What follows belongs to an exercise in optimizing a design on an open flow for small area and a short achievable clock period; a production flow would make more cautious choices. The RTL was checked by simulation tests, not by an equivalence proof against the original design.

`run.sh`:
```
#!/bin/bash
# synth_recipe.tcl (not shown) runs the flow's synth.tcl, then flattens the netlist and writes it again
# the make line also repeats each setting of config.mk as NAME=value (left out here)
make -C /OpenROAD-flow-scripts/flow DESIGN_CONFIG=/design/flow/config.mk WORK_HOME=/design/flow/orfs CLKGATE_MAP_FILE= SYNTH_SCRIPT=/design/flow/synth_recipe.tcl finish
```
`config.mk`:
```
export PLATFORM = sky130hd
export DESIGN_NAME = frer_recov
export DESIGN_NICKNAME = frer_recov
export VERILOG_FILES = /design/flow/design.v
export SDC_FILE = /design/flow/constraint.sdc
export NUM_CORES = 4
export LEC_CHECK = 0
export CAP_MARGIN = 20
export CORE_MARGIN = 2
export CORE_UTILIZATION = 25
export SLEW_MARGIN = 20
```
`constraint.sdc`:
```
create_clock -name core_clock -period 60.0 [get_ports {clk}]
set_input_delay 12.0000 -clock core_clock [delete_from_list [all_inputs] [get_ports {clk}]]
set_output_delay 12.0000 -clock core_clock [all_outputs]
set_load 0.01 [all_outputs]
```
`design.v`:
```
module frer_recov (
    input  wire        clk,
    input  wire        rst,              
    input  wire        cfg_we,
    input  wire [2:0]  cfg_stream,
    input  wire        cfg_en,           
    input  wire [5:0]  cfg_hist_len_m1,  
    input  wire [10:0] cfg_reset_fr,     
    input  wire        cfg_recov_reset,  
    input  wire        in_valid,
    input  wire [2:0]  in_stream,
    input  wire        in_tagged,
    input  wire [15:0] in_seq,
    input  wire        tick,
    output reg         out_valid,
    output reg         out_pass,
    output reg  [2:0]  out_why,
    input  wire        rd_en,
    input  wire [2:0]  rd_stream,
    input  wire [3:0]  rd_sel,
    output reg         rd_valid,
    output reg  [15:0] rd_data
);
    localparam NS = 8;
    localparam [2:0] WHY_PASS     = 3'd0;
    localparam [2:0] WHY_OOO      = 3'd1;
    localparam [2:0] WHY_DUP      = 3'd2;
    localparam [2:0] WHY_ROGUE    = 3'd3;
    localparam [2:0] WHY_TAGLESS  = 3'd4;
    localparam [2:0] WHY_DISABLED = 3'd5;
    localparam C_PASSED   = 0;
    localparam C_DISCARD  = 1;
    localparam C_OOO      = 2;
    localparam C_ROGUE    = 3;
    localparam C_LOST     = 4;
    localparam C_RESETS   = 5;
    localparam C_TAGLESS  = 6;
    localparam C_GENDROP  = 7;
    reg        en       [0:NS-1];
    reg [5:0]  hl_m1    [0:NS-1];
    reg [10:0] reset_fr [0:NS-1];
    reg        take_any [0:NS-1];
    reg [15:0] recov_seq[0:NS-1];
    reg [63:0] hist     [0:NS-1];
    reg [10:0] since    [0:NS-1];
    reg [15:0] cnt [0:NS-1][0:7];
    wire        s_en       = en[in_stream];
    wire [6:0]  s_hl       = {1'b0, hl_m1[in_stream]} + 7'd1;
    wire        s_take_any = take_any[in_stream];
    wire [15:0] s_recov    = recov_seq[in_stream];
    wire [63:0] s_hist     = hist[in_stream];
    wire [15:0]        diff   = in_seq - s_recov;
    wire signed [16:0] delta  = {diff[15], diff};
    wire signed [16:0] hl_s   = {10'd0, s_hl};
    wire               rogue  = (delta >= hl_s) || (delta <= -hl_s);
    wire               behind = (delta <= 17'sd0);
    wire [5:0]         back   = 6'd0 - diff[5:0];    
    wire [5:0]         fwd    = diff[5:0];           
    wire [63:0]        hl_mask = ~({64{1'b1}} << s_hl);
    reg [6:0] lost;
    integer j;
    always @(*) begin
        lost = 7'd0;
        for (j = 0; j < 64; j = j + 1)
            if (j < fwd && !s_hist[hl_m1[in_stream] - j[5:0]])
                lost = lost + 7'd1;
    end
    reg        d_pass;
    reg [2:0]  d_why;
    reg        d_upd;           
    reg        d_take_any;
    reg [15:0] d_recov;
    reg [63:0] d_hist;
    reg [6:0]  d_lost;
    always @(*) begin
        d_pass     = 1'b0;
        d_why      = WHY_DISABLED;
        d_upd      = 1'b0;
        d_take_any = s_take_any;
        d_recov    = s_recov;
        d_hist     = s_hist;
        d_lost     = 7'd0;
        if (!s_en) begin
            d_why = WHY_DISABLED;
        end else if (!in_tagged) begin
            d_why = WHY_TAGLESS;
        end else if (s_take_any) begin
            d_pass     = 1'b1;
            d_why      = WHY_PASS;
            d_upd      = 1'b1;
            d_take_any = 1'b0;
            d_recov    = in_seq;
            d_hist     = 64'd1;
        end else if (rogue) begin
            d_why = WHY_ROGUE;
        end else if (behind) begin
            if (s_hist[back]) begin
                d_why = WHY_DUP;
            end else begin
                d_pass = 1'b1;
                d_why  = WHY_OOO;
                d_upd  = 1'b1;
                d_hist = s_hist | (64'd1 << back);
            end
        end else begin
            d_pass  = 1'b1;
            d_why   = WHY_PASS;
            d_upd   = 1'b1;
            d_recov = in_seq;
            d_hist  = ((s_hist << fwd) | 64'd1) & hl_mask;
            d_lost  = lost;
        end
    end
    function [15:0] sat_add;
        input [15:0] a;
        input [6:0]  b;
        reg   [16:0] s;
        begin
            s = {1'b0, a} + {10'd0, b};
            sat_add = s[16] ? 16'hFFFF : s[15:0];
        end
    endfunction
    integer s, k;
    reg        n_en;
    reg [5:0]  n_hl_m1;
    reg [10:0] n_reset_fr;
    reg        n_take_any;
    reg [15:0] n_recov;
    reg [63:0] n_hist;
    reg [10:0] n_since;
    reg        hit, cfg_hit, cfg_rst, fire;
    reg [6:0]  inc [0:7];
    always @(posedge clk) begin
        if (rst) begin
            for (s = 0; s < NS; s = s + 1) begin
                en[s]        <= 1'b0;
                hl_m1[s]     <= 6'd0;
                reset_fr[s]  <= 11'd0;
                take_any[s]  <= 1'b1;
                recov_seq[s] <= 16'd0;
                hist[s]      <= 64'd0;
                since[s]     <= 11'd0;
                for (k = 0; k < 8; k = k + 1)
                    cnt[s][k] <= 16'd0;
            end
        end else begin
            for (s = 0; s < NS; s = s + 1) begin
                hit = in_valid && (in_stream == s[2:0]);
                n_take_any = take_any[s];
                n_recov    = recov_seq[s];
                n_hist     = hist[s];
                n_since    = since[s];
                if (hit && d_upd) begin
                    n_take_any = d_take_any;
                    n_recov    = d_recov;
                    n_hist     = d_hist;
                end
                if (hit && d_pass)
                    n_since = 11'd0;
                n_en       = en[s];
                n_hl_m1    = hl_m1[s];
                n_reset_fr = reset_fr[s];
                cfg_hit    = cfg_we && (cfg_stream == s[2:0]);
                cfg_rst    = 1'b0;
                if (cfg_hit) begin
                    cfg_rst    = cfg_recov_reset || (cfg_en != en[s]) ||
                                 (cfg_hist_len_m1 != hl_m1[s]);
                    n_en       = cfg_en;
                    n_hl_m1    = cfg_hist_len_m1;
                    n_reset_fr = cfg_reset_fr;
                end
                if (cfg_rst) begin
                    n_take_any = 1'b1;
                    n_hist     = 64'd0;
                end
                fire = 1'b0;
                if (tick && n_en && !n_take_any) begin
                    n_since = n_since + 11'd1;
                    if (n_since >= n_reset_fr) begin
                        fire       = 1'b1;
                        n_take_any = 1'b1;
                    end
                end
                en[s]        <= n_en;
                hl_m1[s]     <= n_hl_m1;
                reset_fr[s]  <= n_reset_fr;
                take_any[s]  <= n_take_any;
                recov_seq[s] <= n_recov;
                hist[s]      <= n_hist;
                since[s]     <= n_since;
                for (k = 0; k < 8; k = k + 1)
                    inc[k] = 7'd0;
                if (hit) begin
                    if (d_pass)                inc[C_PASSED]  = 7'd1;
                    if (d_why == WHY_DUP)      inc[C_DISCARD] = 7'd1;
                    if (d_why == WHY_OOO)      inc[C_OOO]     = 7'd1;
                    if (d_why == WHY_ROGUE)    inc[C_ROGUE]   = 7'd1;
                    if (d_why == WHY_TAGLESS)  inc[C_TAGLESS] = 7'd1;
                    if (d_why == WHY_DISABLED) inc[C_GENDROP] = 7'd1;
                    inc[C_LOST] = d_lost;
                end
                if (fire)
                    inc[C_RESETS] = 7'd1;
                for (k = 0; k < 8; k = k + 1) begin
                    if (rd_en && !rd_sel[3] && rd_stream == s[2:0] && rd_sel[2:0] == k[2:0])
                        cnt[s][k] <= sat_add(16'd0, inc[k]);
                    else
                        cnt[s][k] <= sat_add(cnt[s][k], inc[k]);
                end
            end
        end
    end
    reg [15:0] rd_mux;
    always @(*) begin
        case (rd_sel)
            4'd8:    rd_mux = recov_seq[rd_stream];
            4'd9:    rd_mux = {15'd0, take_any[rd_stream]};
            4'd10:   rd_mux = hist[rd_stream][15:0];
            4'd11:   rd_mux = hist[rd_stream][31:16];
            4'd12:   rd_mux = hist[rd_stream][47:32];
            4'd13:   rd_mux = hist[rd_stream][63:48];
            4'd14:   rd_mux = 16'd0;
            4'd15:   rd_mux = 16'd0;
            default: rd_mux = cnt[rd_stream][rd_sel[2:0]];
        endcase
    end
    always @(posedge clk) begin
        if (rst) begin
            out_valid <= 1'b0;
            out_pass  <= 1'b0;
            out_why   <= 3'd0;
            rd_valid  <= 1'b0;
            rd_data   <= 16'd0;
        end else begin
            out_valid <= in_valid;
            out_pass  <= in_valid && d_pass;
            out_why   <= in_valid ? d_why : 3'd0;
            rd_valid  <= rd_en;
            rd_data   <= rd_en ? rd_mux : 16'd0;
        end
    end
endmodule
```
==> impl_metrics.yaml <==
run_status:
  outcome: "no timing/DRC/antenna violations"
global_route:
  global_route_wire_length_before_repair_mm: 960
  met1_track_demand_over_resource_in_global_routing: 0.333
  grt_max_degree: 95
  grtUsageMet2: 0.367
  remaining_global_route_overflow: 0
  use_met3: 0.0757
  grt_pass1_vias: 118000
  track_usage: 0.258
  grt_antenna_before_repair: 95
  busiest_layer: "met2"
setup_path:
  worst-path-buf-inv: 9
  crit_slowest_cell: "xnor2_2"
  critical_path.endpoint_type: "register"
  rrSetupSlack_ps: 17130
  crit_fanout: 59
  setup.worst_path.start_class: "input port"
  crit_family: "compound AO/OA/AOI/OAI gates"
  critical_path.max_stage_delay_ps: 860
  critPathRequiredTime_ps: 60910
  setup.worst_path.class: "input port to register"
  cp_common_cell: "ha_1"
  cp.arrival_ps: 55780
yosys:
  synth_compound_gate_area_share: 0.219
  synth_top_family_by_area: "compound AO/OA/AOI/OAI gates"
  synth_sequential_area_ratio: 0.301
  synth-warning-count: 10
  synthFlopType: "dfxtp_1"
  post_synth.cell_area_avg_sq_um: 8.00
  post_synth_and_or_nand_nor_area_fraction: 0.202
  syn-instance-count: 16000
  synth_cell_type_count: 136
  synth-xor-area-share: 0.0947
  post_synthesis_net_count: 16500
  synth_enable_flop_cells: 0
  synth-seq-cells: 1926
  synth.cell_area_sq_um: 128000
  synthArstFlopShare: 0
  synth_adder_area_share: 0.0401
  synthMuxAreaShare: 0.0963
cts:
  numCtsBuffers: 225
  cts_buffer_depth: 4
  cts_hold_buffers: 0
  cts_resized: 0
  tritoncts_num_sinks: 1926
  worstSkewPairLatency_ps: 1040
  root_buffer: "clkbuf_16"
  postCtsSetupRepairBufs: 0
  cts.htree.levels: 4
  clock_tree_from_tritoncts: "done"
  cts.clk_slew.worst_paths_ps: 60
timing:
  final-max-slew-violation-count: 0
  setup_repair_after_global_routing_missed_its_margin: "no"
  clock-skew-final_ps: 127
  final_critical_path_setup_slack_ps: 5130
  fin_setup_tns_ps: 0
  max_slew.worst_pin.slew_ps: 1370
  max_freq_mhz: 18.2
  hold_viol_final: 0
  finalSetupViolCount: 0
  min_clock_period_post_route_ps: 54870
  hold_slack_ps: 456
  maxSlewHeadroom: 0.0814
  final_cycle_utilization_of_the_critical_path: 0.914
die:
  num_rows: 262
  design.portCount: 77
  die-area_sq_um: 518000
  die_outline_width_microns: 720
  core_sq_um: 510000
  die_h_microns: 720
  start_util: 0.251
final_layout:
  area_growth_syn_to_layout_pct: 13.0
  utilization: 0.284
  final_common_cell: "dfxtp_1"
  finalInstanceArea_sq_um: 145000
  final_cells: 22600
  fin_nets: 16100
  final_layout_size_suffix_gt1_frac: 0.0914
  layout_common_cells: "1926 x dfxtp_1, 1755 x nor2_1, 1580 x a21oi_1, 1481 x nand2_1, 736 x mux2i_1"
placement:
  pre_cts_slack_ps: 4780
  post_dp_cell_area_sq_um: 137000
  place_congestion: 1.12
  dp_hpwl_mm: 529
  post-place-cells: 22200
  io_buffers: 76
detailed_routing:
  drcViolationCount: 0
  drt_first_iter_violations: 19500
  vias_per_cell: 5.87
  vias: 133000
  postRouteWirelength_mm: 705
  post_drt_wl_per_cell_microns: 31.2
  antenna_violating_nets_post_route: 0
  firstDrtPassIters: 8
hold_path:
  hold_class: "register to register"
flow_run:
  cap_viol_max_count: 0
area by class of cell:
class,count,area [sq um]
fillers,54500,365000
well taps,6732,8420
clock inverters,81,1120
repair buffers,502,4020
diodes,46,115
multi-input cells,12600,84200
clock buffers,332,6800
flip-flops and latches,1926,38600
inverters,418,1610
synth_stat cells, types with 30 or more instances:
cell type	count	share of area
dfxtp_1	1926	0.30
nor2_1	1776	0.052
a21oi_1	1596	0.062
nand2_1	1485	0.043
clkbuf_1	853	0.025
mux2i_1	736	0.057
nand3_1	669	0.026
o21ai_0	641	0.025
xor2_1	590	0.040
xnor2_1	572	0.039
a211oi_1	471	0.028
a22oi_1	430	0.025
ha_1	393	0.038
inv_1	386	0.011
and3_1	265	0.013
nand4_1	265	0.013
nor3_1	240	0.0094
o22ai_1	190	0.0093
mux4_2	169	0.030
a221oi_1	161	0.011
nand2b_1	146	0.0071
nor2b_1	122	0.0060
a31oi_1	121	0.0059
or3_1	112	0.0055
nor4_1	111	0.0054
and2_1	101	0.0049
buf_1	101	0.0030
mux2_2	97	0.0085
a22o_1	89	0.0061
a21o_1	72	0.0042
o211ai_1	67	0.0039
buf_2	65	0.0025
or2_2	60	0.0029
o21a_1	58	0.0034
a311oi_1	55	0.0038
nand3b_1	49	0.0029
o32ai_1	40	0.0027
o22a_1	34	0.0023
o2bb2ai_1	33	0.0023
buf_6	31	0.0027
o32a_1	30	0.0023
per-layer routing:
| metal | up-vias | wire (microns) |
|---|---|---|
| li1 | 57600 | - |
| met5 | - | 388 |
| met4 | 54 | 59600 |
| met1 | 64300 | 279000 |
| met3 | 2142 | 86000 |
| met2 | 8869 | 281000 |
registers in the layout, indices dropped and copies added (netlist names):
register	count
cnt	1024
hist	512
recov_seq	128
reset_fr	88
since	88
hl_m1	48
rd_data	16
en	8
take_any	8
out_why	3
out_pass	1
out_valid	1
rd_valid	1
worst paths after layout:
path                       startpoint                       end  cells after the start
min          hist[4][40]$_SDFFE_PP0P_  hist[4][40]$_SDFFE_PP0P_                      2
min reg2reg  hist[4][40]$_SDFFE_PP0P_  hist[4][40]$_SDFFE_PP0P_                      2
max                      in_stream[2]     cnt[28][6]$_SDFF_PP0_                    197
max reg2reg  hl_m1[7][0]$_SDFFE_PP0P_     cnt[28][6]$_SDFF_PP0_                    195
cells by family after synthesis:
| group | count (synthesis) |
|---|---|
| DFF | 1926 |
| and+or+nand+nor | 5556 |
| muxes | 1007 |
| AOI/OAI and AO/OA | 4378 |
| buffers and inverters | 1498 |
| adders and majority gates | 406 |
| xor gates and xnor gates | 1253 |
worst reg2reg max path, delay by kind of cell (launching register included):
kind            cells  cell delay, ps
compound gates     65           14150
xor+xnor           25            5980
fa+ha+maj          34           10070
buf+inv             7            1390
flops               1             430
mux                19            4680
simple gates       45            6140

## separate check: timing with driven ports
In the flow no input, the clock included, has a driving cell. The finished layout below was timed again as built, in two steps.
Step 1: set_driving_cell puts a clkbuf_16 on clk and a buf_2 on each other input, an assumption about the parent block.
Step 2 adds t to the input delays and takes it off the output delays; t is the mean of the earliest and latest rising clock arrival at the registers after step 1. Input paths then give back, and output paths get back, about the clock's delay inside the block.
Slacks: no drivers / after step 1 / after step 2; pairs: no drivers / after step 1.
t, ns: 1.083
slack for setup (ns): 5.130 / 5.170 / 4.088
worst hold slack (ns): 0.456 / 0.456 / 0.456
After both steps setup and hold are still met in this run. For this run, drivers alone change the setup slack by +0.040 ns; drivers and shift together by -1.042 ns.
